Context: an optimization exercise on an open-source flow, tuned for small area, a short achievable clock period and few clock cycles per item. The choices shown serve that exercise and are no tape-out recipe.
Function was checked by simulation only, so behaviour that the tests miss may differ from the original.
Power and IR drop assume default switching activity.

[flow/run.sh]
#!/bin/bash
# synth_recipe.tcl (not shown) runs the flow's synth.tcl, then flattens the netlist and writes it again
# the make line also repeats each setting of config.mk as NAME=value (left out here)
make -C /OpenROAD-flow-scripts/flow DESIGN_CONFIG=/design/flow/config.mk WORK_HOME=/design/flow/orfs CLKGATE_MAP_FILE= SYNTH_SCRIPT=/design/flow/synth_recipe.tcl finish
[flow/config.mk]
export PLATFORM = sky130hd
export DESIGN_NAME = slot_decoder
export DESIGN_NICKNAME = slot_decoder
export VERILOG_FILES = /design/flow/design.v
export SDC_FILE = /design/flow/constraint.sdc
export NUM_CORES = 4
export LEC_CHECK = 0
export ABC_AREA = 1
export CAP_MARGIN = 20
export CORE_MARGIN = 2
export CORE_UTILIZATION = 45
export PLACE_DENSITY = 0.65
export SETUP_SLACK_MARGIN = 5
export SLEW_MARGIN = 20
[flow/constraint.sdc]
create_clock -name core_clock -period 10.0 [get_ports {clk}]
set_input_delay 2.0000 -clock core_clock [delete_from_list [all_inputs] [get_ports {clk}]]
set_output_delay 2.0000 -clock core_clock [all_outputs]
set_load 0.01 [all_outputs]
[flow/design.v]
module slot_decoder (
    input  wire        clk,
    input  wire        rst,
    input  wire [31:0] ovf_cap,
    input  wire        in_valid,
    output wire        in_ready,
    input  wire [63:0] in_data,
    output reg         out_valid,
    input  wire        out_ready,
    output reg         out_last,
    output wire [2:0]  out_kind,
    output reg  [1:0]  out_row,
    output reg  [3:0]  out_col,
    output reg  [31:0] out_data
);
    localparam [2:0] K_OK      = 3'd0,
                     K_HEADER  = 3'd1,
                     K_OVERRUN = 3'd2,
                     K_PADDING = 3'd3,
                     K_RANGE   = 3'd4,
                     K_RAW_CRC = 3'd5,
                     K_RAW_IDX = 3'd6;
    localparam [2:0] S_IDLE = 3'd0,
                     S_DEC  = 3'd1,
                     S_PAD  = 3'd2,
                     S_RAW  = 3'd3,
                     S_STAT = 3'd4;
    localparam [1:0] T_ROW = 2'd0,
                     T_RAW = 2'd1,
                     T_STS = 2'd2;
    reg [63:0] hdr;          
    reg        hdr_v;        
    reg [5:0]  in_rem;       
    reg        in_ovf;       
    reg        zacc;         
    reg        any1;         
    reg [8:0]  last1;        
    reg [63:0] b0, b1;       
    reg        wsel;         
    reg [1:0]  qn;           
    reg [2:0]  st;
    wire coded_ok  = !hdr[7] && hdr[4:0] == 5'd0;
    wire hdr_bad   = (hdr[4:0] != 5'd0) || (hdr[7] && hdr[6:5] != 2'd0);
    wire to_ring   = in_ovf || (coded_ok && st != S_PAD);
    wire take     = in_valid && in_ready;
    wire take_hdr = take && (in_rem == 6'd0);
    wire take_dat = take && (in_rem != 6'd0);
    wire push     = take_dat && to_ring;
    wire first_w  = in_ovf ? (in_rem == 6'd32) : (in_rem == 6'd7);
    wire in_zero = (in_data == 64'd0);
    wire raw_ok  = (hdr[7:0] == 8'h80) && zacc && in_zero && (hdr[39:8] < ovf_cap);
    reg [5:0] in_top;        
    integer t_i;
    always @* begin
        in_top = 6'd0;
        for (t_i = 0; t_i < 64; t_i = t_i + 1)
            if (in_data[t_i]) in_top = t_i[5:0];
    end
    wire [2:0] in_word = 3'd0 - in_rem[2:0];     
    reg        hv;           
    reg [23:0] hd;           
    reg [6:0]  ptr;          
    reg [2:0]  wrem;         
    reg [5:0]  cnt;          
    reg [1:0]  ri;           
    reg [2:0]  kk;           
    reg [15:0] crc;
    reg        perr;         
    reg        rr_v;
    reg [1:0]  rr_t;
    reg [9:0]  rm0, rm1, rm2, rm3;
    reg [5:0]  rr_c;
    reg [2:0]  rr_ek;        
    reg [1:0]  rr_ei;        
    reg        ab_v;
    wire advance = !out_valid || out_ready;
    assign out_kind = out_data[2:0];     
    wire ab_free = !ab_v || advance;
    wire rr_free = !rr_v || ab_free;
    wire pad_done = (st == S_PAD) && rr_free;
    assign in_ready = (in_rem == 6'd0) ? (!hdr_v || pad_done) : (!to_ring || !qn[1]);
    wire [5:0] p6 = ptr[5:0];
    wire [127:0] ring = {b1, b0};
    wire [6:0]   e_at = ptr + 7'd24;
    wire [86:0]  e6 = e_at[6] ? {ring[22:0], ring[127:64]} : ring[86:0];
    wire [54:0]  e5 = e_at[5] ? e6[86:32] : e6[54:0];
    wire [38:0]  e4 = e_at[4] ? e5[54:16] : e5[38:0];
    wire [30:0]  e3 = e_at[3] ? e4[38:8]  : e4[30:0];
    wire [26:0]  e2 = e_at[2] ? e3[30:4]  : e3[26:0];
    wire [24:0]  e1 = e_at[1] ? e2[26:2]  : e2[24:0];
    wire [23:0]  ee = e_at[0] ? e1[24:1]  : e1[23:0];
    wire [47:0]  eh   = {ee, hd};
    wire avail = (in_rem == 6'd0) || qn[1] || (qn[0] && p6 <= 6'd16);
    wire [11:0] z1, z2, z3;    
    genvar g;
    generate
        for (g = 0; g < 12; g = g + 1) begin : g_z
            assign z1[g] = !hd[g];
            assign z2[g] = hd[g] && !hd[g + 1];
            assign z3[g] = hd[g] && hd[g + 1] && !hd[g + 2];
        end
    endgenerate
    function [12:0] step;    
        input [12:0] o;
        input [11:0] a1, a2, a3;
        integer q;
        begin
            step = 13'd0;
            for (q = 1; q <= 12; q = q + 1) begin
                step[q] = o[q-1] && a1[q-1];
                if (q >= 2) step[q] = step[q] || (o[q-2] && a2[q-2]);
                if (q >= 3) step[q] = step[q] || (o[q-3] && a3[q-3]);
            end
        end
    endfunction
    function [1:0] mval;     
        input [12:0] o;
        input [11:0] a2, a3;
        integer q;
        begin
            mval = 2'd0;
            for (q = 0; q < 12; q = q + 1)
                if (o[q]) mval = mval | {a3[q], a2[q]};
        end
    endfunction
    wire [12:0] o0 = 13'd1;
    wire [12:0] o1 = step(o0, z1, z2, z3);
    wire [12:0] o2 = step(o1, z1, z2, z3);
    wire [12:0] o3 = step(o2, z1, z2, z3);
    wire [12:0] o4 = step(o3, z1, z2, z3);
    wire [2:0] need = 3'd4 - {1'b0, ri};
    wire nz1 = o1 != 13'd0, nz2 = o2 != 13'd0, nz3 = o3 != 13'd0, nz4 = o4 != 13'd0;
    wire sel1 = nz1 && (need == 3'd1 || !nz2);
    wire sel2 = nz2 && need >= 3'd2 && (need == 3'd2 || !nz3);
    wire sel3 = nz3 && need >= 3'd3 && (need == 3'd3 || !nz4);
    wire sel4 = nz4 && (need == 3'd4);
    wire [12:0] f_k0 = ({13{sel1}} & o1) | ({13{sel2}} & o2) | ({13{sel3}} & o3) | ({13{sel4}} & o4);
    wire [2:0] nd = sel1 ? 3'd1 : sel2 ? 3'd2 : sel3 ? 3'd3 : 3'd4;
    wire fast_room = (wrem[2:1] != 2'd0) || (wrem == 3'd1 && p6 <= 6'd52);
    wire k7 = (kk == 3'd7);
    wire fast = k7 || (kk == 3'd0 && fast_room && nz1);
    wire f_done = k7 || (need == 3'd1 ? nz1 : need == 3'd2 ? nz2 : need == 3'd3 ? nz3 : nz4);
    wire [12:0] f_end = k7 ? 13'd1 : f_k0;
    wire [1:0] fm0 = mval(o0, z2, z3), fm1 = mval(o1, z2, z3),
               fm2 = mval(o2, z2, z3), fm3 = mval(o3, z2, z3);
    wire zero_len = k7;
    reg  [15:0] fz;          
    reg  [3:0]  nb;
    integer f_i;
    always @* begin
        fz = 16'd0;
        nb = 4'd15;
        for (f_i = 14; f_i >= 0; f_i = f_i - 1)
            if (!hd[f_i]) nb = f_i[3:0];
        fz[nb] = 1'b1;
    end
    wire escape = fz[15];
    reg [24:0] s_oh;         
    reg [9:0]  sm;
    integer n_i;
    always @* begin
        s_oh = 25'd0;
        sm   = 10'd0;
        if (zero_len) begin
            s_oh[0] = 1'b1;
        end else if (escape) begin
            s_oh[24] = 1'b1;
            sm = {1'b0, hd[23:15]};
        end else begin
            for (n_i = 0; n_i < 15; n_i = n_i + 1)
                if (fz[n_i]) begin
                    s_oh[n_i + 1 + kk] = 1'b1;
                    sm = sm | ((n_i << kk) | ((hd >> (n_i + 1)) & ((10'd1 << kk) - 10'd1)));
                end
        end
    end
    wire [4:0] s_len = zero_len ? 5'd0 : escape ? 5'd24 : {1'b0, nb} + {2'd0, kk} + 5'd1;
    wire [6:0] s_end = {1'b0, p6} + {2'd0, s_len};
    wire s_over  = (wrem == 3'd0) ? !zero_len : (wrem == 3'd1 && s_end > 7'd64);
    wire bad_esc = escape && !zero_len && hd[23:15] == 9'h1FF;
    wire dec_go = (st == S_DEC) && hv && avail && rr_free;
    wire s_err  = s_over || bad_esc;
    reg [3:0] f_len;         
    integer c_i;
    always @* begin
        f_len = 4'd0;
        for (c_i = 1; c_i < 13; c_i = c_i + 1)
            if (f_end[c_i]) f_len = f_len | c_i[3:0];
    end
    wire [4:0]  c_bin = fast ? {1'b0, f_len} : s_len;
    wire [47:0] eh_sh = eh >> c_bin;
    wire [23:0] hd_nx = eh_sh[23:0];
    wire [6:0] ptr_nx = ptr + {2'd0, c_bin};
    wire       wcross = ptr_nx[6] != ptr[6];    
    wire [2:0] cur_w = 3'd0 - wrem;
    wire pad_bad = any1 && wrem != 3'd0 &&
                   (last1[8:6] > cur_w || (last1[8:6] == cur_w && last1[5:0] >= p6));
    function [15:0] crc16_4bytes;    
        input [15:0] c_in;
        input [31:0] d;
        integer b, i;
        reg [15:0] c;
        begin
            c = c_in;
            for (b = 0; b < 4; b = b + 1) begin
                c = c ^ {d[8*b +: 8], 8'h00};
                for (i = 0; i < 8; i = i + 1)
                    c = c[15] ? ((c << 1) ^ 16'h1021) : (c << 1);
            end
            crc16_4bytes = c;
        end
    endfunction
    wire [63:0] cur_word = ptr[6] ? b1 : b0;
    wire [31:0] raw_half = cnt[0] ? cur_word[63:32] : cur_word[31:0];
    wire [15:0] crc_nx   = crc16_4bytes(crc, raw_half);
    reg        p_push;
    reg [1:0]  p_t;
    reg [2:0]  p_ek;
    always @* begin
        p_push = 1'b0;
        p_t    = T_ROW;
        p_ek   = 3'd0;
        case (st)
        S_IDLE: if (hdr_v && hdr_bad && rr_free) begin
            p_push = 1'b1;
            p_t    = T_STS;
            p_ek   = K_HEADER;
        end
        S_DEC: if (dec_go) begin
            if (fast) begin
                p_push = f_done;
            end else if (s_over) begin
                p_push = 1'b1;
                p_ek   = K_OVERRUN;
            end else if (bad_esc) begin
                p_push = 1'b1;
                p_ek   = K_RANGE;
            end else begin
                p_push = (ri == 2'd3);
            end
        end
        S_PAD: if (in_rem == 6'd0 && rr_free) begin
            p_push = 1'b1;
            p_t    = T_STS;
            p_ek   = (!perr && pad_bad) ? K_PADDING : K_OK;
        end
        S_RAW: if (!in_ovf) begin
            if (in_rem == 6'd0 && rr_free) begin
                p_push = 1'b1;
                p_t    = T_STS;
                p_ek   = zacc ? K_RAW_IDX : K_HEADER;
            end
        end else if (qn != 2'd0 && rr_free) begin
            p_push = 1'b1;
            p_t    = T_RAW;
        end
        S_STAT: if (rr_free) begin
            p_push = 1'b1;
            p_t    = T_STS;
            p_ek   = (crc == 16'd0) ? K_OK : K_RAW_CRC;
        end
        default: ;
        endcase
    end
    wire raw_pop = (st == S_RAW) && in_ovf && p_push && cnt[0];
    wire dec_pop = dec_go && wcross && wrem != 3'd0;
    wire pop     = raw_pop || dec_pop;
    reg [7:0]  pcol [0:3];   
    reg [2:0]  rk;           
    reg        pd_v;         
    reg        pd_rng;
    reg [2:0]  pd_ek;
    wire [2:0] pd_kind = pd_rng ? K_RANGE : pd_ek;
    wire [1:0] pred = hdr[6:5];
    wire [7:0] seed = hdr[15:8];
    reg [1:0]  ab_t;
    reg [5:0]  ab_c;
    reg [7:0]  ab_x0, ab_x1;     
    reg [9:0]  ab_m2, ab_m3;     
    reg [1:0]  ab_bad;
    reg [2:0]  ab_ek;
    reg [1:0]  ab_ei;
    reg [1:0]  ab_pred;          
    reg [7:0]  ab_seed;
    function [8:0] pix;
        input [7:0] lf;
        input [7:0] up;
        input [9:0] mm;
        input [1:0] pr;
        input [7:0] sd;
        input       ul;
        input       uu;
        reg   [11:0] r, a, b, s;
        reg          chain, avg;
        begin
            r = mm[0] ? ~{3'b000, mm[9:1]} : {3'b000, mm[9:1]};
            chain = (pr != 2'd3) && (ul || (!uu && pr != 2'd1));
            avg   = (pr == 2'd2) && !ul && !uu;
            a = chain ? {4'd0, lf} : {4'd0, (pr == 2'd3) ? sd : up};
            b = avg ? ({4'd0, up} + {r[10:0], 1'b0}) : r;
            s = a + b;
            if (avg) pix = {s[11] | s[10] | s[9], s[8:1]};
            else     pix = {s[11] | s[10] | s[9] | s[8], s[7:0]};
        end
    endfunction
    wire [1:0] a_y  = rr_c[1:0];
    wire       a_j0 = (rr_c[5:2] == 4'd0);
    wire [8:0] a_p0 = (a_j0 && a_y == 2'd0) ? {1'b0, seed}
                    : pix(pcol[a_y], ab_x0, rm0, pred, seed, a_y == 2'd0, a_j0);
    wire [8:0] a_p1 = pix(a_p0[7:0], ab_x1, rm1, pred, seed, a_y == 2'd0, 1'b0);
    wire [1:0] b_y  = ab_c[1:0];
    wire [8:0] b_p2 = pix(ab_x1, out_data[23:16], ab_m2, ab_pred, ab_seed, b_y == 2'd0, 1'b0);
    wire [8:0] b_p3 = pix(b_p2[7:0], out_data[31:24], ab_m3, ab_pred, ab_seed, b_y == 2'd0, 1'b0);
    wire [3:0] bad   = {b_p3[8], b_p2[8], ab_bad};
    wire [3:0] bmask = (ab_ek == 3'd0) ? 4'b1111 : ((4'd1 << ab_ei) - 4'd1);
    wire       row_range = (bad & bmask) != 4'd0;
    always @(posedge clk) begin
        if (rst) begin
            hdr_v     <= 1'b0;
            in_rem    <= 6'd0;
            in_ovf    <= 1'b0;
            qn        <= 2'd0;
            hv        <= 1'b0;
            st        <= S_IDLE;
            rr_v      <= 1'b0;
            ab_v      <= 1'b0;
            rk        <= 3'd0;
            pd_v      <= 1'b0;
            out_valid <= 1'b0;
        end else begin
            if (take_hdr) begin
                hdr    <= in_data;
                hdr_v  <= 1'b1;
                in_rem <= 6'd7;
                in_ovf <= 1'b0;
                zacc   <= (in_data[63:56] == 8'd0);
                any1   <= 1'b0;
                kk     <= in_data[18:16];
            end
            if (take_dat) begin
                in_rem <= in_rem - 6'd1;
                if (!in_zero) begin
                    zacc  <= 1'b0;
                    any1  <= 1'b1;
                    last1 <= {in_word, in_top};
                end
                if (!in_ovf && in_rem == 6'd1 && raw_ok) begin
                    in_rem <= 6'd32;
                    in_ovf <= 1'b1;
                end
            end
            if (push) begin
                if (wsel) b1 <= in_data;
                else      b0 <= in_data;
                wsel <= !wsel;
            end
            if (pop && !push)      qn <= qn - 2'd1;
            else if (push && !pop) qn <= qn + 2'd1;
            if (push && first_w) begin
                ptr <= {wsel, 6'd0};
                if (!in_ovf) begin
                    hd <= in_data[23:0];
                    hv <= 1'b1;
                end
            end
            case (st)
            S_IDLE: if (hdr_v) begin
                wrem <= 3'd7;
                cnt  <= 6'd0;
                ri   <= 2'd1;
                rm0  <= 10'd0;
                perr <= 1'b0;
                crc  <= 16'hFFFF;
                if (hdr_bad) begin
                    if (rr_free) hdr_v <= 1'b0;
                end else if (hdr[7]) begin
                    st <= S_RAW;
                end else begin
                    st <= S_DEC;
                end
            end
            S_DEC: if (dec_go) begin
                hd  <= hd_nx;
                ptr <= ptr_nx;
                if (dec_pop) wrem <= wrem - 3'd1;
                if (fast ? f_done : (!s_err && ri == 2'd3)) begin
                    ri  <= 2'd0;
                    cnt <= cnt + 6'd1;
                    if (cnt[1:0] == 2'd3) kk <= hdr[16 + 3 * (cnt[5:2] + 4'd1) +: 3];
                    if (cnt == 6'd63) st <= S_PAD;
                end else if (fast) begin
                    ri <= ri + nd[1:0];
                end else if (s_err) begin
                    perr <= 1'b1;
                    st   <= S_PAD;
                end else begin
                    ri <= ri + 2'd1;
                end
            end
            S_PAD: if (p_push) begin
                if (!take_hdr) hdr_v <= 1'b0;
                hv    <= 1'b0;
                qn    <= 2'd0;
                st    <= S_IDLE;
            end
            S_RAW: if (!in_ovf) begin
                if (p_push) begin
                    hdr_v <= 1'b0;
                    st    <= S_IDLE;
                end
            end else if (p_push) begin
                crc <= crc_nx;
                cnt <= cnt + 6'd1;
                if (cnt[0]) ptr[6] <= !ptr[6];
                if (cnt == 6'd63) begin
                    crc <= crc_nx ^ hdr[55:40];    
                    hdr_v <= 1'b0;   
                    st    <= S_STAT;
                end
            end
            S_STAT: if (rr_free) st <= S_IDLE;
            default: st <= S_IDLE;
            endcase
            if (rr_v && ab_free) rr_v <= 1'b0;
            if (dec_go) begin
                if (fast) begin
                    if (k7) begin
                        if (ri == 2'd0) rm0 <= 10'd0;
                        if (ri <= 2'd1) rm1 <= 10'd0;
                        if (ri <= 2'd2) rm2 <= 10'd0;
                        rm3 <= 10'd0;
                    end else begin
                        case (ri)
                        2'd0: begin
                            rm0 <= {8'd0, fm0};
                            if (nz2) rm1 <= {8'd0, fm1};
                            if (nz3) rm2 <= {8'd0, fm2};
                            if (nz4) rm3 <= {8'd0, fm3};
                        end
                        2'd1: begin
                            rm1 <= {8'd0, fm0};
                            if (nz2) rm2 <= {8'd0, fm1};
                            if (nz3) rm3 <= {8'd0, fm2};
                        end
                        2'd2: begin
                            rm2 <= {8'd0, fm0};
                            if (nz2) rm3 <= {8'd0, fm1};
                        end
                        default: rm3 <= {8'd0, fm0};
                        endcase
                    end
                end else begin
                    case (ri)
                    2'd0: rm0 <= sm;
                    2'd1: rm1 <= sm;
                    2'd2: rm2 <= sm;
                    default: rm3 <= sm;
                    endcase
                end
            end
            if (p_push) begin
                rr_v  <= 1'b1;
                rr_t  <= p_t;
                rr_c  <= cnt;
                rr_ek <= p_ek;
                rr_ei <= ri;
                if (p_t == T_RAW) begin
                    rm0 <= {2'd0, raw_half[7:0]};
                    rm1 <= {2'd0, raw_half[15:8]};
                    rm2 <= {2'd0, raw_half[23:16]};
                    rm3 <= {2'd0, raw_half[31:24]};
                end
            end
            if (ab_v && advance) ab_v <= 1'b0;
            if (rr_v && ab_free) begin
                ab_v   <= 1'b1;
                ab_t   <= rr_t;
                ab_c   <= rr_c;
                ab_m2  <= rm2;
                ab_m3  <= rm3;
                ab_ek  <= rr_ek;
                ab_ei  <= rr_ei;
                ab_pred <= pred;
                ab_seed <= seed;
                if (rr_t == T_ROW) begin
                    ab_x0  <= a_p0[7:0];
                    ab_x1  <= a_p1[7:0];
                    ab_bad <= {a_p1[8], a_p0[8]};
                end else if (rr_t == T_RAW) begin
                    ab_x0  <= rm0[7:0];
                    ab_x1  <= rm1[7:0];
                end
            end
            if (pd_v) begin
                pd_v <= 1'b0;
                if (rk == 3'd0) rk <= pd_kind;
            end
            if (advance) begin
                out_valid <= ab_v;
                if (ab_v) begin
                    out_last <= (ab_t == T_STS);
                    case (ab_t)
                    T_ROW: begin
                        out_row   <= b_y;
                        out_col   <= ab_c[5:2];
                        out_data  <= {b_p3[7:0], b_p2[7:0], ab_x1, ab_x0};
                        pcol[b_y] <= b_p3[7:0];
                        pd_v      <= 1'b1;
                        pd_rng    <= row_range;
                        pd_ek     <= ab_ek;
                    end
                    T_RAW: begin
                        out_row  <= ab_c[5:4];
                        out_col  <= ab_c[3:0];
                        out_data <= {ab_m3[7:0], ab_m2[7:0], ab_x1, ab_x0};
                    end
                    default: begin
                        out_data[2:0] <= (rk != 3'd0) ? rk : (pd_v && pd_kind != 3'd0) ? pd_kind : ab_ek;
                        rk       <= 3'd0;
                        pd_v     <= 1'b0;
                    end
                    endcase
                end
            end
        end
    end
endmodule
==> summary.txt, run 1 <==
* First-pass GRT wire length at 209,700 um
* Worst EP required at 10,350 ps
* Logic pwr share at 42.9%
* Mean post-synth cell area at 7.628 um2
* CTS max path bufs at 3
* Post-Route WL at 146,400 um
* Flop2flop setup slack at 4820 ps
* NumNets Final at 5,297
* Top post-synthesis cells by area: edfxtp_1 38%, nand2_1 10%, o21ai_0 8.5%
* Register area at 0.01412 mm2
* Fmax at 193.2 MHz
* Clock share of power at 27.5%
* Ant diodes at 0
* Vias in the first global route at 33.51k
* Area Overhead vs Synth at 23.03%
* CTS Sinks at 478
* Lkg Pwr at 0.01790 uW
* Internal power at 4826 uW
* Reg power frac at 29.6%
* Drt first pass iters at 7
* Layout cells sized above 1 at 16.41%
* Post-synth top area cell: edfxtp_1
* Root Driver: clkbuf_16
* Die X-Extent at 288.5 um
* Met1 usage at 44.19%
* Netlist cell types at 79
* Remaining DRCs at 0
* Top_reg_cell synth: edfxtp_1
* Clock latency (worst-skew pair) at 650 ps
* Most frequent cells in the layout: 984 x nand2_1, 531 x o21ai_0, 506 x inv_1, 455 x edfxtp_1, 339 x nor2_1
* Full die area at 0.08323 mm2
* CP Capture Type: flop
* CP Max Fanout at 4
* Multi-input gate area at 0.02067 mm2
* Grt met3 use at 5.482%
* VDD IR max at 146.8 uV
* Starting density of the core at 45.37%
* Port Buffers at 143
* Initial antenna violation count at 8
* GRT overflow at 0
* Core footprint at 0.08029 mm2
* I/O pins at 144
* HPWL Detailed at 102,900 um
* CTS tree: yes
* Gr busiest metal: met2
* Gpl congestion at 1.030
* Fill count at 7,351
* Cell Rows at 104
* Total CTS buffers at 54
* Routing usage on met2 at 52.51%
* H-tree Lvls at 2
* Overall Power at 7987 uW
* Number of flops mapped to enable cells by yosys at 455
* Setup Skew at 49.52 ps
* Routed vias/inst at 6.108
* Slew Limit Headroom at 23.58%
* Setup crit start kind: flop
* Power per standard cell area at 178.2 mW/mm2
* ANT nets after route at 0
* Min Tclk post-route at 5175 ps
* Most common cell after layout, fill and taps aside: nand2_1
* Synth Net Count at 5,018
* Register area share after synthesis at 38.78%
* Initial DRC count at 5,079
* Unrepaired setup endpoints after global routing: true
* Vias at 37.62k
* WL/cell at 23.77 um
* CTS clock-pin slew for the worst setup and hold paths at 60 ps
* Post-synth ARST share at 0%
* Final setup fails at 0
* Die extent in y at 288.5 um
* GRT Total Usage at 33.33%
* Mapped cell area at 0.03642 mm2
* Synth Warn # at 1
* Register bit count reported by yosys at 478
* Largest net degree at the start of global routing at 82
* Net switching power at 3161 uW
* Max-cap violations at 0
* CP Class: flop to flop
* Switch share at 39.58%
* Post-Synthesis Cells at 4,775
* Final setup TNS at 0 ps
* Share of the synthesized area in the top cell type at 37.51%
* Worst hold-check path type: flop to flop
* Fin. max-slew vios at 0
* Status: timing/DRC/antenna clean
* Fin. Hold Viols at 0
* Measured slew at the worst slew-check pin at 1142 ps
* Worst EP arrival at 5520 ps
* Final Cycle Share at 51.75%
cells in the mapped netlist, types with 24 or more instances:
cell         n
xnor2_1     58
a31oi_1     62
ha_1       132
o21ai_0    621
o22ai_1     64
nand3_1    151
nor3_1      47
edfxtp_1   455
xor2_1     109
inv_2       38
nand4_1     24
a211oi_1    35
a21oi_1    249
nand2_1   1010
o21ai_1    109
nor2_1     384
clkbuf_1   158
buf_2       34
o221ai_1    49
o211ai_1    83
or2_2       25
inv_1      545
kinds of logic (layout without fill, tap and decap cells):
kind of cell               Yosys count  in the layout  share of synthesized area [%]
AOI/OAI and AO/OA                 1413           1413                          22.56
xor gates and xnor gates           187            187                          4.909
adders and majority gates          143            143                          5.139
buffers and inverters              833           1156                          9.028
DFF                                478            478                          38.78
muxes                                6              6                         0.1683
and+or+nand+nor                   1715           1716                          19.43
power groups by stage:
stage,logic (uW),registers (uW),clock network [uW]
after CTS,2970,2360,2200
after detailed placement,2770,2410,0
after global routing,3710,2370,2280
after floorplan,2070,2360,0
final,3430,2370,2190
after global placement,2760,2410,0
per-layer routing:
metal / share of wire, % / vias up
li1: - / 17090
met1: 39 / 17730
met2: 45 / 2317
met3: 10 / 477
met4: 6.3 / 6
met5: 0.027 / -
final timing paths:
path,from,endpoint,cells past startpoint
worst max-delay path,rm0[0],ab_bad[1],25
worst min register to register,rr_ek[1],ab_ek[1],0
worst min-delay path,rr_ek[1],ab_ek[1],0
worst max register to register,rm0[0],ab_bad[1],25
sequential cells by signal, indices dropped and copies added (netlist names), 10 cells and up, named ones only:
signal and cells:
hdr 64, pcol 32, rm1 10, ab_m2 10
rm0 10, hd 24, rm3 10, out_data 32
b1 64, b0 64, crc 16, ab_m3 10
rm2 10
layout make-up:
| class | count | area share [%] |
|---|---|---|
| clock buffer | 61 | 3.074 |
| clock inverter | 40 | 1.282 |
| inverter | 605 | 5.417 |
| multi-input combinational | 3465 | 46.14 |
| sequential | 478 | 31.52 |
| tap | 1060 | 2.960 |
| timing repair buffer | 446 | 9.552 |
| timing repair inverter | 4 | 0.05863 |
critical path, stage by stage (launching register included):
cell and delay (ps):
edfxtp_1 480, xor2_2 280, ha_4 180, inv_1 60
fa_2 520, o21ai_1 70, ha_1 370, a21oi_2 180
nand2_2 100, a21oi_2 200, o21bai_4 90, buf_4 130
nand3_2 50, nand2_2 60, xor2_1 160, o221ai_1 230
o21ai_1 110, ha_1 330, inv_1 60, o21bai_1 170
a21oi_1 90, or2_4 240, nor2_1 100, nand2_1 70
xnor2_1 140, a2111o_1 400
through the flow:
step	util [%]	hold WS [ps]	std cells	setup slack, ps	cell area [um2]
after global placement	48.40	402.3	5812	3380	38860
after floorplan	-	400.3	4775	4988	36570
final	55.81	421.4	6159	4825	44810
after global routing	55.81	427.3	6159	4514	44810
after CTS	52.78	421.6	6016	4793	42370
after detailed placement	48.41	407.1	5812	3299	38870
repair_timing:
item	CTS	global route
setup buffers	96	132
resized for setup	248	363
pin swaps	36	156
gates cloned	7	11
setup endpoints to repair	210	138
hold buffers	0	0
Testbench counts, summed over its fixed seeds: cycles 177,687, slots 2,400.
==> run 2, diff against run 1 <==
--- a/flow/design.v
+++ b/flow/design.v
@@ -157,6 +157,10 @@
     wire escape = fz[15];
     reg [24:0] s_oh;         
     reg [9:0]  sm;
+    function [9:0] rfast;
+        input [1:0] fm;
+        rfast = (fm == 2'd1) ? 10'h3FF : (fm == 2'd2) ? 10'd1 : 10'd0;
+    endfunction
     integer n_i;
     always @* begin
         s_oh = 25'd0;
@@ -177,6 +181,7 @@
     wire [4:0] s_len = zero_len ? 5'd0 : escape ? 5'd24 : {1'b0, nb} + {2'd0, kk} + 5'd1;
     wire [6:0] s_end = {1'b0, p6} + {2'd0, s_len};
     wire s_over  = (wrem == 3'd0) ? !zero_len : (wrem == 3'd1 && s_end > 7'd64);
+    wire [9:0] s_r = sm[0] ? ~{1'b0, sm[9:1]} : {1'b0, sm[9:1]};
     wire bad_esc = escape && !zero_len && hd[23:15] == 9'h1FF;
     wire dec_go = (st == S_DEC) && hv && avail && rr_free;
     wire s_err  = s_over || bad_esc;
@@ -293,7 +298,7 @@
         reg   [11:0] r, a, b, s;
         reg          chain, avg;
         begin
-            r = mm[0] ? ~{3'b000, mm[9:1]} : {3'b000, mm[9:1]};
+            r = {{2{mm[9]}}, mm};
             chain = (pr != 2'd3) && (ul || (!uu && pr != 2'd1));
             avg   = (pr == 2'd2) && !ul && !uu;
             a = chain ? {4'd0, lf} : {4'd0, (pr == 2'd3) ? sd : up};
@@ -432,29 +437,29 @@
                     end else begin
                         case (ri)
                         2'd0: begin
-                            rm0 <= {8'd0, fm0};
-                            if (nz2) rm1 <= {8'd0, fm1};
-                            if (nz3) rm2 <= {8'd0, fm2};
-                            if (nz4) rm3 <= {8'd0, fm3};
+                            rm0 <= rfast(fm0);
+                            if (nz2) rm1 <= rfast(fm1);
+                            if (nz3) rm2 <= rfast(fm2);
+                            if (nz4) rm3 <= rfast(fm3);
                         end
                         2'd1: begin
-                            rm1 <= {8'd0, fm0};
-                            if (nz2) rm2 <= {8'd0, fm1};
-                            if (nz3) rm3 <= {8'd0, fm2};
+                            rm1 <= rfast(fm0);
+                            if (nz2) rm2 <= rfast(fm1);
+                            if (nz3) rm3 <= rfast(fm2);
                         end
                         2'd2: begin
-                            rm2 <= {8'd0, fm0};
-                            if (nz2) rm3 <= {8'd0, fm1};
+                            rm2 <= rfast(fm0);
+                            if (nz2) rm3 <= rfast(fm1);
                         end
-                        default: rm3 <= {8'd0, fm0};
+                        default: rm3 <= rfast(fm0);
                         endcase
                     end
                 end else begin
                     case (ri)
-                    2'd0: rm0 <= sm;
-                    2'd1: rm1 <= sm;
-                    2'd2: rm2 <= sm;
-                    default: rm3 <= sm;
+                    2'd0: rm0 <= s_r;
+                    2'd1: rm1 <= s_r;
+                    2'd2: rm2 <= s_r;
+                    default: rm3 <= s_r;
                     endcase
                 end
             end
--- a/flow/config.mk
+++ b/flow/config.mk
@@ -12,3 +12,4 @@
 export PLACE_DENSITY = 0.65
 export SETUP_SLACK_MARGIN = 5
 export SLEW_MARGIN = 20
+export TNS_END_PERCENT = 5
==> run 2 against run 1 <==
Largest cell class unchanged. Combinational power increased by 6%. Global-route usage is 0.16 points higher. Critical endpoint is now rm1[6]. First-iteration DRC count increased by 0.14%. Highest routed layer unchanged. Hold slack got worse by 1.2 ps. Synthesized cell count increased by 1.5%. Sequential power is essentially flat.
==> summary.txt, run 2 <==
* Status: timing/DRC/antenna clean
* Setup Skew at 76.52 ps
* CP bufs+invs at 5
* CP Max Fanout at 13
* Hold EP: ab_ei[1]
* Routed vias/inst at 6.113
* Synth Net Count at 5,088
* CTS max path bufs at 3
* Post-Route WL at 147,100 um
* Starting density of the core at 45.52%
* Synth Warn # at 1
* Clock latency (worst-skew pair) at 670 ps
* Final setup fails at 0
* Lkg Pwr at 0.01734 uW
* Fmax at 195.5 MHz
* Netlist cell types at 79
* Largest regs: b0: 64 flops, b1: 64 flops, hdr: 64 flops
* Worst EP required at 10,380 ps
* CP Class: flop to flop
* CP max-delay cell: edfxtp_1
* Measured slew at the worst slew-check pin at 1105 ps
* Flop2flop setup slack at 4890 ps
* Hold Startpoint: rr_ei[1]
* Final Cycle Share at 51.14%
* Worst hold-check path type: flop to flop
* Max incr delay on CP at 520 ps
* Layout cells sized above 1 at 13.81%
* H-tree Lvls at 2
* Fin. Hold Viols at 0
* GRT Total Usage at 33.49%
* Ant diodes at 0
* Area Overhead vs Synth at 19.90%
* Cell Rows at 104
* Remaining DRCs at 0
* Core footprint at 0.08055 mm2
* Full die area at 0.08378 mm2
* Unrepaired setup endpoints after global routing: true
* Mean post-synth cell area at 7.568 um2
* Most common cell after layout, fill and taps aside: nand2_1
* NumNets Final at 5,303
* Total CTS buffers at 54
* Initial DRC count at 5,086
* Number of flops mapped to enable cells by yosys at 455
* Largest net degree at the start of global routing at 78
* Power per standard cell area at 185.9 mW/mm2
* Cell family with most CP delay: simple AND/OR/NAND/NOR gates
* Register area share after synthesis at 38.52%
* Cell breakdown of the critical path: buf_4 -> buf_4 -> ha_1 -> nand2_1 -> inv_1 -> nor2_1 -> nand2_1 -> nor2_4 -> nand3_2 -> nor2_1 -> inv_1 -> nand2_1 -> clkinvlp_4 -> o21ai_0 -> nand2_1 -> nand3_1 -> a221o_1 -> nor4_2 -> nor3_2 -> nand2_2 -> a21oi_1 -> o221ai_1 -> o211ai_1 -> o21ai_0
* HPWL Detailed at 104,200 um
* Most frequent cells in the layout: 1,053 x nand2_1, 591 x o21ai_0, 461 x inv_1, 455 x edfxtp_1, 391 x nor2_1
* Crit path top cell by count: nand2_1
* Commonest cells post-synth: 1,072 x nand2_1, 659 x o21ai_0, 496 x inv_1
* Post-route insts no fill at 6,166
* Die extent in y at 289.5 um
* Initial antenna violation count at 4
* ANT nets after route at 0
* Final setup TNS at 0 ps
* Post-synth top area cell: edfxtp_1
* Mapped cell area at 0.03667 mm2
* Reg2reg end: rm1[6]
* Reg-to-reg startpoint: kk[1]
* Vias at 37.70k
* Top-count cell post-synth: nand2_1
* Top post-synthesis cells by area: edfxtp_1 37%, nand2_1 11%, o21ai_0 9.0%
* First-pass GRT wire length at 211,800 um
* Worst EP arrival at 5500 ps
* I/O pins at 144
* VDD IR max at 152.0 uV
* CP Capture Type: flop
* WL/cell at 23.85 um
* CTS clock-pin slew for the worst setup and hold paths at 70 ps
* Hold Path Depth at 0
* Max-cap violations at 0
* CTS Sinks at 478
* Post-synth ARST share at 0%
* Inst Count DP at 5,875
* Drt first pass iters at 6
* GRT overflow at 0
* Slew Limit Headroom at 25.54%
* FF-to-FF path depth at 24
* Gpl congestion at 1.013
* Die X-Extent at 289.5 um
* Root Driver: clkbuf_16
* CTS tree: yes
* Share of the synthesized area in the top cell type at 37.26%
* Min Tclk post-route at 5114 ps
* Vias in the first global route at 33.87k
* Port Buffers at 143
* Fin. max-slew vios at 0
* Top_reg_cell synth: edfxtp_1
* Setup crit start kind: flop
* Register bit count reported by yosys at 478
* Post-Synthesis Cells at 4,845
==> run 2: cell types whose count changed after synthesis, moves of 21 or more <==
cell / change
o22ai_1: -21
o21ai_0: +38
xor2_1: -21
nand2_1: +62
inv_1: -49
nor2_1: +36
==> run 2: per-layer routing <==
layer  vias up  wire, um  share of wire [%]  GRT usage [%]
met4         6      9424                6.4          18.51
met2      2388     65320                 44          52.58
met3       509     15320                 10          5.984
li1      17260         -                  -              -
met5         -        41              0.028              0
met1     17540     56960                 39          43.79
==> run 2: cell type report <==
type	instances	area, um2
fillers	7588	36580
multi-input cells	3587	20790
flip-flops and latches	478	14120
repair buffers	377	3580
inverters	557	2213
clock buffers	62	1381
well taps	1060	1326
clock inverters	40	525.5
repair inverters	5	27.53
==> run 2: power by group <==
group	leakage, uW	total [uW]	internal, uW	switching [uW]
Clock	0.000905	2160	1260	897
Sequential	0.00428	2390	2300	93.4
Combinational	0.0122	3620	1240	2390
==> run 2: logic make-up after synthesis <==
kind of cell | synth area share, %
compound gates | 23.21
xor+xnor | 4.050
fa+ha+maj | 5.105
buf+inv | 8.466
flops | 38.52
mux | 0.1638
simple gates | 20.49
==> run 2: worst max-delay path by stage <==
stage                    start  cells past startpoint  slack (ps)        to
finish                   kk[1]                     24        4890    rm1[6]
global route          ab_m2[0]                     23        4730    pd_rng
CTS                 in_data[6]                     58        4890  last1[0]
detailed placement       hd[8]                     28        3080      flop
global placement         hd[8]                     29        3200      flop
floorplan            out_ready                     14        4690     b0[0]
==> run 2: stage by stage <==
step | util [%] | total power, uW | worst slack, ps | cell area, um2 | hold WS (ps)
floorplan | - | 4574 | 4686 | 36760 | 400.3
global placement | 48.42 | 5403 | 3199 | 39000 | 401.6
detailed placement | 48.43 | 5403 | 3082 | 39010 | 408.1
CTS | 52.35 | 7718 | 4891 | 42170 | 422.3
global route | 54.58 | 8538 | 4728 | 43970 | 433.9
finish | 54.58 | 8174 | 4886 | 43970 | 420.2
==> run 2: what timing repair did <==
action | CTS | global route
endpoints found under the setup margin | 173 | 131
cloned | 11 | 13
gates resized for setup | 182 | 279
endpoints found under the hold margin | 0 | 0
hold buffers | 0 | 0
pin swaps | 30 | 81
setup buffers | 78 | 86
Testbench counts of run 2, summed over its fixed seeds: cycles 177,687, slots 2,400.
==> run 3, diff against run 2 <==
--- a/flow/config.mk
+++ b/flow/config.mk
@@ -12,4 +12,3 @@
 export PLACE_DENSITY = 0.65
 export SETUP_SLACK_MARGIN = 5
 export SLEW_MARGIN = 20
-export TNS_END_PERCENT = 5
==> run 3 against run 2 <==
Flip-flop and latch count did not move. Global-route usage rose by 0.42 points. Sequential share of layout area fell by 0.18 points. Critical path type unchanged. Largest cell class unchanged. Largest power group unchanged. Highest routed layer unchanged.
==> summary.txt, run 3 <==
* Largest net degree at the start of global routing at 71
* Commonest cells post-synth: 1,072 x nand2_1, 659 x o21ai_0, 496 x inv_1
* Share of the synthesized area in the top cell type at 37.26%
* Post-Route WL at 148,700 um
* Die X-Extent at 289.5 um
* Netlist cell types at 79
* Mapped cell area at 0.03667 mm2
* Min Tclk post-route at 5028 ps
* Die extent in y at 289.5 um
* Lkg Pwr at 0.01741 uW
* Total CTS buffers at 55
* Initial antenna violation count at 6
* Starting density of the core at 45.52%
* Worst EP arrival at 5400 ps
* Status: timing/DRC/antenna clean
* Synth Warn # at 1
* CP Capture Type: flop
* Max incr delay on CP at 470 ps
* Setup Skew at 31.39 ps
* Post-Synthesis Cells at 4,845
* Reg2reg end: cnt[0]
* Fill count at 7,535
* Max-cap violations at 0
* Root Driver: clkbuf_16
* Unrepaired setup endpoints after global routing: true
* Cell Rows at 104
* Post-layout util at 54.90%
* CTS max path bufs at 3
* Drt first pass iters at 7
* Final setup TNS at 0 ps
* Vias in the first global route at 33.95k
* Worst hold-check path type: flop to flop
* CP Class: flop to flop
* CP max-delay cell: edfxtp_1
* Measured slew at the worst slew-check pin at 1153 ps
* CTS tree: yes
* GRT overflow at 0
* Core footprint at 0.08055 mm2
* I/O pins at 144
* ANT nets after route at 0
* Layout cells sized above 1 at 14.79%
* Register area share after synthesis at 38.52%
* Overall Power at 7992 uW
* Reg-to-reg startpoint: hd[8]
* Fin. Hold Viols at 0
* NumNets Final at 5,322
* GRT Total Usage at 33.91%
* CTS Hold Bufs at 0
* WL/cell at 24.03 um
* Vias at 37.78k
* Full die area at 0.08378 mm2
* Hold Path Depth at 0
* Hold EP: ab_ek[0]
* Largest regs: b0: 64 flops, b1: 64 flops, hdr: 64 flops
* Number of flops mapped to enable cells by yosys at 455
* H-tree Lvls at 2
* Fmax at 198.9 MHz
* Routed vias/inst at 6.107
* HPWL Detailed at 104,200 um
* Top_reg_cell synth: edfxtp_1
* Top post-synthesis cells by area: edfxtp_1 37%, nand2_1 11%, o21ai_0 9.0%
* Slew Limit Headroom at 22.30%
* Register bit count reported by yosys at 478
* Area Overhead vs Synth at 20.60%
* Most frequent cells in the layout: 1,050 x nand2_1, 590 x o21ai_0, 455 x edfxtp_1, 452 x inv_1, 379 x nor2_1
* Worst EP required at 10,370 ps
* Setup crit start kind: flop
* Post-synth top area cell: edfxtp_1
* VDD IR max at 142.9 uV
* Top-count cell post-synth: nand2_1
* CP Max Fanout at 6
* First-pass GRT wire length at 214,000 um
* CTS Sinks at 478
* Power per standard cell area at 180.7 mW/mm2
* Synth Net Count at 5,088
* Hold Startpoint: rr_ek[0]
* Gpl congestion at 0.9987
* Flop2flop setup slack at 4970 ps
* CTS clock-pin slew for the worst setup and hold paths at 60 ps
* Post-synth ARST share at 0%
* Fin. max-slew vios at 0
* Port Buffers at 143
* Final Cycle Share at 50.28%
* Mean post-synth cell area at 7.568 um2
* Most common cell after layout, fill and taps aside: nand2_1
* Remaining DRCs at 0
* Final setup fails at 0
* Initial DRC count at 5,366
* Clock latency (worst-skew pair) at 650 ps
* FF-to-FF path depth at 29
[run 3: how the worst max path moves through the flow]
stage	start	to	slack, ps	depth (start not counted)
floorplan	out_ready	b0[0]	4690	14
global placement	hd[8]	flop	3130	28
detailed placement	hd[8]	flop	2890	28
CTS	hd[1]	qn[0]	5000	37
global route	in_data[1]	last1[0]	4720	61
finish	hd[8]	cnt[0]	4970	29
[run 3: cells by family after synthesis]
| kind of cell | count (synthesis) | share of synthesized area (%) |
|---|---|---|
| simple gates | 1820 | 20.49 |
| fa+ha+maj | 143 | 5.105 |
| compound gates | 1452 | 23.21 |
| xor+xnor | 158 | 4.050 |
| buf+inv | 788 | 8.466 |
| flops | 478 | 38.52 |
| mux | 6 | 0.1638 |
[run 3: what timing repair did]
| action | in CTS | in global routing |
|---|---|---|
| gates cloned | 12 | 13 |
| endpoints found under the setup margin | 175 | 126 |
| setup buffers | 90 | 98 |
| hold endpoints to repair | 0 | 0 |
| gates resized for setup | 238 | 314 |
| pin swaps | 40 | 97 |
[run 3: metal layers]
| layer | vias up | global-route usage [%] | part of all wire [%] |
|---|---|---|---|
| met3 | 505 | 6.677 | 11 |
| met4 | 2 | 18.62 | 6.4 |
| met1 | 17530 | 44.46 | 38 |
| li1 | 17300 | - | - |
| met5 | - | 0 | 0.0074 |
| met2 | 2439 | 52.68 | 44 |
[run 3: worst max-delay path, delay by kind of cell (launching register included)]
kind	cells	cell delay (ps)
buf+inv	7	930
simple gates	13	1520
xor+xnor	1	180
fa+ha+maj	2	490
compound gates	6	1150
flops	1	470
[run 3: area by class of cell]
| class | instances | area, um2 | area share [%] |
|---|---|---|---|
| antenna | 2 | 5.005 | 0.01132 |
| inverter | 557 | 2268 | 5.130 |
| sequential | 478 | 14120 | 31.94 |
| clock inverter | 35 | 321.6 | 0.7272 |
| tap | 1060 | 1326 | 2.999 |
| multi-input combinational | 3587 | 20960 | 47.41 |
| timing repair buffer | 394 | 3741 | 8.460 |
| clock buffer | 67 | 1431 | 3.237 |
| timing repair inverter | 6 | 38.79 | 0.08771 |
[run 3: report_power, final]
| part | internal [uW] | leakage [uW] | switching [uW] |
|---|---|---|---|
| Clock | 1120 | 0.000844 | 879 |
| Sequential | 2300 | 0.00428 | 91.9 |
| Combinational | 1220 | 0.0123 | 2380 |
[run 3: stage by stage]
stage,instance area [um2],hold slack [ps],setup WS (ps),cells
floorplan,36780,400.3,4686,4845
global route,44220,421.0,4720,6185
CTS,42290,418.5,5002,6073
finish,44220,417.9,4972,6186
global placement,38970,404.4,3130,5869
detailed placement,38980,404.5,2887,5869
==> run 4, diff against run 3 <==
--- a/flow/design.v
+++ b/flow/design.v
@@ -179,8 +179,22 @@
         end
     end
     wire [4:0] s_len = zero_len ? 5'd0 : escape ? 5'd24 : {1'b0, nb} + {2'd0, kk} + 5'd1;
-    wire [6:0] s_end = {1'b0, p6} + {2'd0, s_len};
-    wire s_over  = (wrem == 3'd0) ? !zero_len : (wrem == 3'd1 && s_end > 7'd64);
+    reg [15:0] s_gt, s_ge;   
+    reg [12:0] f_ge;         
+    integer h_i;
+    always @* begin
+        for (h_i = 0; h_i < 15; h_i = h_i + 1) begin
+            s_gt[h_i] = ({1'b0, p6} + h_i + 1 + kk) > 7'd64;
+            s_ge[h_i] = ({1'b0, p6} + h_i + 1 + kk) >= 7'd64;
+        end
+        s_gt[15] = ({1'b0, p6} + 7'd24) > 7'd64;
+        s_ge[15] = ({1'b0, p6} + 7'd24) >= 7'd64;
+        for (h_i = 0; h_i < 13; h_i = h_i + 1)
+            f_ge[h_i] = ({1'b0, p6} + h_i) >= 7'd64;
+    end
+    wire s_past  = !zero_len && ((fz & s_gt) != 16'd0);
+    wire s_leave = !zero_len && ((fz & s_ge) != 16'd0);
+    wire s_over  = (wrem == 3'd0) ? !zero_len : (wrem == 3'd1 && s_past);
     wire [9:0] s_r = sm[0] ? ~{1'b0, sm[9:1]} : {1'b0, sm[9:1]};
     wire bad_esc = escape && !zero_len && hd[23:15] == 9'h1FF;
     wire dec_go = (st == S_DEC) && hv && avail && rr_free;
@@ -196,7 +210,7 @@
     wire [47:0] eh_sh = eh >> c_bin;
     wire [23:0] hd_nx = eh_sh[23:0];
     wire [6:0] ptr_nx = ptr + {2'd0, c_bin};
-    wire       wcross = ptr_nx[6] != ptr[6];    
+    wire       wcross = fast ? ((f_end & f_ge) != 13'd0) : s_leave;    
     wire [2:0] cur_w = 3'd0 - wrem;
     wire pad_bad = any1 && wrem != 3'd0 &&
                    (last1[8:6] > cur_w || (last1[8:6] == cur_w && last1[5:0] >= p6));
==> run 4 against run 3 <==
Combinational power fell by 1%. Worst setup slack got worse by 230 ps. Non-clock buffer count rose by 72. Critical endpoint is now rm2[4]. Global-route usage rose by 0.57 points. Hold slack improved by 7.7 ps. Total power rose by 2.7%. First-iteration DRC count rose by 18%. Core utilization rose by 1.4 points. Count of clock-buffer cells in the layout fell by 1. Critical path depth rose by 6.
==> summary.txt, run 4 <==
* Status: timing/DRC/antenna clean
* Largest net degree at the start of global routing at 81
* ANT nets after route at 0
* Post-Route WL at 164,900 um
* WL/cell at 24.56 um
* CTS tree: yes
* Remaining DRCs at 0
* Number of flops mapped to enable cells by yosys at 455
* Max incr delay on CP at 370 ps
* Xor/xnor share of the synthesized area at 5.078%
* Max-cap violations at 0
* Routed vias/inst at 6.178
* First-pass GRT wire length at 234,700 um
* Post-Synth Adder-Cell Area at 6.166%
* Post-layout util at 56.31%
* Area Overhead vs Synth at 23.52%
* Port Buffers at 143
* Flop2flop setup slack at 4740 ps
* Full die area at 0.08904 mm2
* Fin. max-slew vios at 0
* Post-synth ARST share at 0%
* Initial DRC count at 6,321
* Root Driver: clkbuf_16
* Power per standard cell area at 170.4 mW/mm2
* CTS max path bufs at 3
* Fraction of the mapped netlist area in simple logic gates at 20.99%
* FF-to-FF path depth at 35
* Top_reg_cell synth: edfxtp_1
* Netlist cell types at 74
* DP Area at 0.04149 mm2
* Worst EP arrival at 5700 ps
* Post-synth top area cell: edfxtp_1
* CP Max Fanout at 6
* Register area share after synthesis at 36.21%
* NumNets Final at 5,806
* Largest regs: b0: 64 flops, b1: 64 flops, hdr: 64 flops
* Fin. Hold Viols at 0
* Top-count cell post-synth: nand2_1
* H-tree Lvls at 2
* Most frequent cells in the layout: 1,107 x nand2_1, 564 x o21ai_0, 540 x inv_1, 455 x edfxtp_1, 417 x nor2_1
* CP Capture Type: flop
* Measured slew at the worst slew-check pin at 1137 ps
* Clock latency (worst-skew pair) at 650 ps
* Starting density of the core at 45.59%
* Layout cells sized above 1 at 16.17%
* Largest family of logic cells by synthesized area: compound AO/OA/AOI/OAI gates
* Synth Warn # at 1
* Worst EP required at 10,440 ps
* Unrepaired setup endpoints after global routing: true
* Top post-synthesis cells by area: edfxtp_1 35%, nand2_1 11%, o21ai_0 8.4%
* Core footprint at 0.08555 mm2
* GRT overflow at 0
* Place WS at 3428 ps
* Vias at 41.49k
* CP max-delay cell: edfxtp_1
* Gpl congestion at 1.015
* Fmax at 190.1 MHz
* Mapped cell area at 0.03900 mm2
* Synth Area in Compound Gates at 22.43%
* CTS Sinks at 478
* Fraction of synthesized area in multiplexers at 0.4106%
* Post-route cell area at 0.04818 mm2
* Final setup fails at 0
* Total CTS buffers at 55
* CTS Hold Bufs at 0
* Final setup margin at 4739 ps
* Drt first pass iters at 12
* Register bit count reported by yosys at 478
* GRT Total Usage at 34.48%
* VDD IR max at 140.5 uV
* Synth Net Count at 5,523
* Slew Limit Headroom at 23.40%
* Share of the synthesized area in the top cell type at 35.03%
* Cell Rows at 107
* Mean post-synth cell area at 7.442 um2
* Hold Path Depth at 0
* Post-Synthesis Cells at 5,241
* Ant diodes at 0
* Die X-Extent at 298.4 um
* Final Cycle Share at 52.61%
* Die extent in y at 298.4 um
* Lkg Pwr at 0.01926 uW
* Final setup TNS at 0 ps
* Commonest cells post-synth: 1,148 x nand2_1, 652 x o21ai_0, 581 x inv_1
* CTS clock-pin slew for the worst setup and hold paths at 60 ps
* Crit path top cell by count: buf_4
* Most common cell after layout, fill and taps aside: nand2_1
* Worst hold-check path type: flop to flop
* Setup Skew at 41.27 ps
* Setup crit start kind: flop
* I/O pins at 144
* Min Tclk post-route at 5261 ps
* HPWL Detailed at 114,500 um
* Initial antenna violation count at 8
* Vias in the first global route at 37.54k
* CP Class: flop to flop
==> run 4: layer usage <==
metal / part of all wire (%) / vias to the layer above / global-route usage (%)
met5: 0.057 / - / 0
met2: 43 / 2757 / 53.22
met1: 38 / 19280 / 45.56
met3: 12 / 738 / 7.350
li1: - / 18700 / -
met4: 7.1 / 12 / 17.86
==> run 4: layout make-up <==
type	count	area [um2]
Fill cell	7837	37370
Multi-Input combinational cell	3898	23540
Sequential cell	478	14120
Timing Repair Buffer	466	4484
Inverter	623	2539
Clock buffer	66	1458
Tap cell	1144	1431
Clock inverter	38	581.8
Timing Repair inverter	2	13.76
==> run 4: cells by family after synthesis <==
| group | after synthesis |
|---|---|
| compound gates | 1483 |
| xor+xnor | 221 |
| fa+ha+maj | 182 |
| buf+inv | 866 |
| flops | 478 |
| mux | 16 |
| simple gates | 1995 |
==> run 4: metrics by stage <==
step	total power [uW]	cells	hold WS [ps]
floorplan	4363	5241	400.3
CTS	7646	6582	427.0
global route	8538	6715	434.4
global placement	5128	6354	402.0
detailed placement	5136	6354	412.3
finish	8208	6715	425.5
==> run 4: worst paths after layout <==
path / end / from
worst max register to register: rm2[4] / hd[2]
worst max-delay path: rm2[4] / hd[2]
worst min-delay path: ab_ei[1] / rr_ei[1]
worst min register to register: ab_ei[1] / rr_ei[1]
==> run 4: power by group <==
part           total [uW]  switching [uW]  internal, uW  leakage [uW]
Combinational        3560            2310          1250        0.0140
Sequential           2370            83.9          2280       0.00428
Clock                2280             919          1360      0.000962
==> run 4: critical path: cells and delay by family (launching register included) <==
kind / cells / cell delay (ps)
compound gates: 6 / 940
flops: 1 / 370
buf+inv: 24 / 3020
fa+ha+maj: 1 / 210
simple gates: 4 / 490
==> run 4: timing repair <==
item / in CTS / in global routing
setup buffers: 116 / 118
gates cloned: 8 / 14
pin swaps: 36 / 158
resized for setup: 268 / 440
endpoints found under the setup margin: 176 / 130
Testbench counts of run 4, summed over its fixed seeds: cycles 177,687, slots 2,400.

==> separate check: timing with driven ports <==
How much do the figures lean on ideal ports? The routed layouts below were timed once more, with nothing changed but the port constraints. Step 1 sets driving cells, clkbuf_16 on the clock port and buf_2 on the other inputs (assumed; they add their load-dependent delay and slew). Step 2 adds t to the input delays and takes it off the output delays; t is the mean of the earliest and latest rising clock arrival at the registers after step 1. Input paths then give back, and output paths get back, about the clock's delay inside the block. Slacks: ideal ports / drivers / drivers and shift; pairs: ideal ports / drivers.
| run | t (ns) | slack for setup (ns) | hold slack, ns | clock arrival spread, ns | cell pins on the clock port's net |
|---|---|---|---|---|---|
| run 1 | 0.689 | 4.825 / 4.825 / 4.229 | 0.421 / 0.421 / 0.421 | 0.049 / 0.050 | 1 |
| run 2 | 0.699 | 4.886 / 4.886 / 4.460 | 0.420 / 0.420 / 0.420 | 0.078 / 0.078 | 1 |
| run 3 | 0.711 | 4.972 / 4.972 / 4.417 | 0.418 / 0.418 / 0.418 | 0.034 / 0.034 | 1 |
| run 4 | 0.695 | 4.739 / 4.739 / 4.207 | 0.426 / 0.426 / 0.426 | 0.044 / 0.045 | 1 |
After both steps every run listed still meets setup and hold. The setup slack of run 1, which loses most, moves by 0.000 ns with the drivers and by -0.596 ns with both steps.
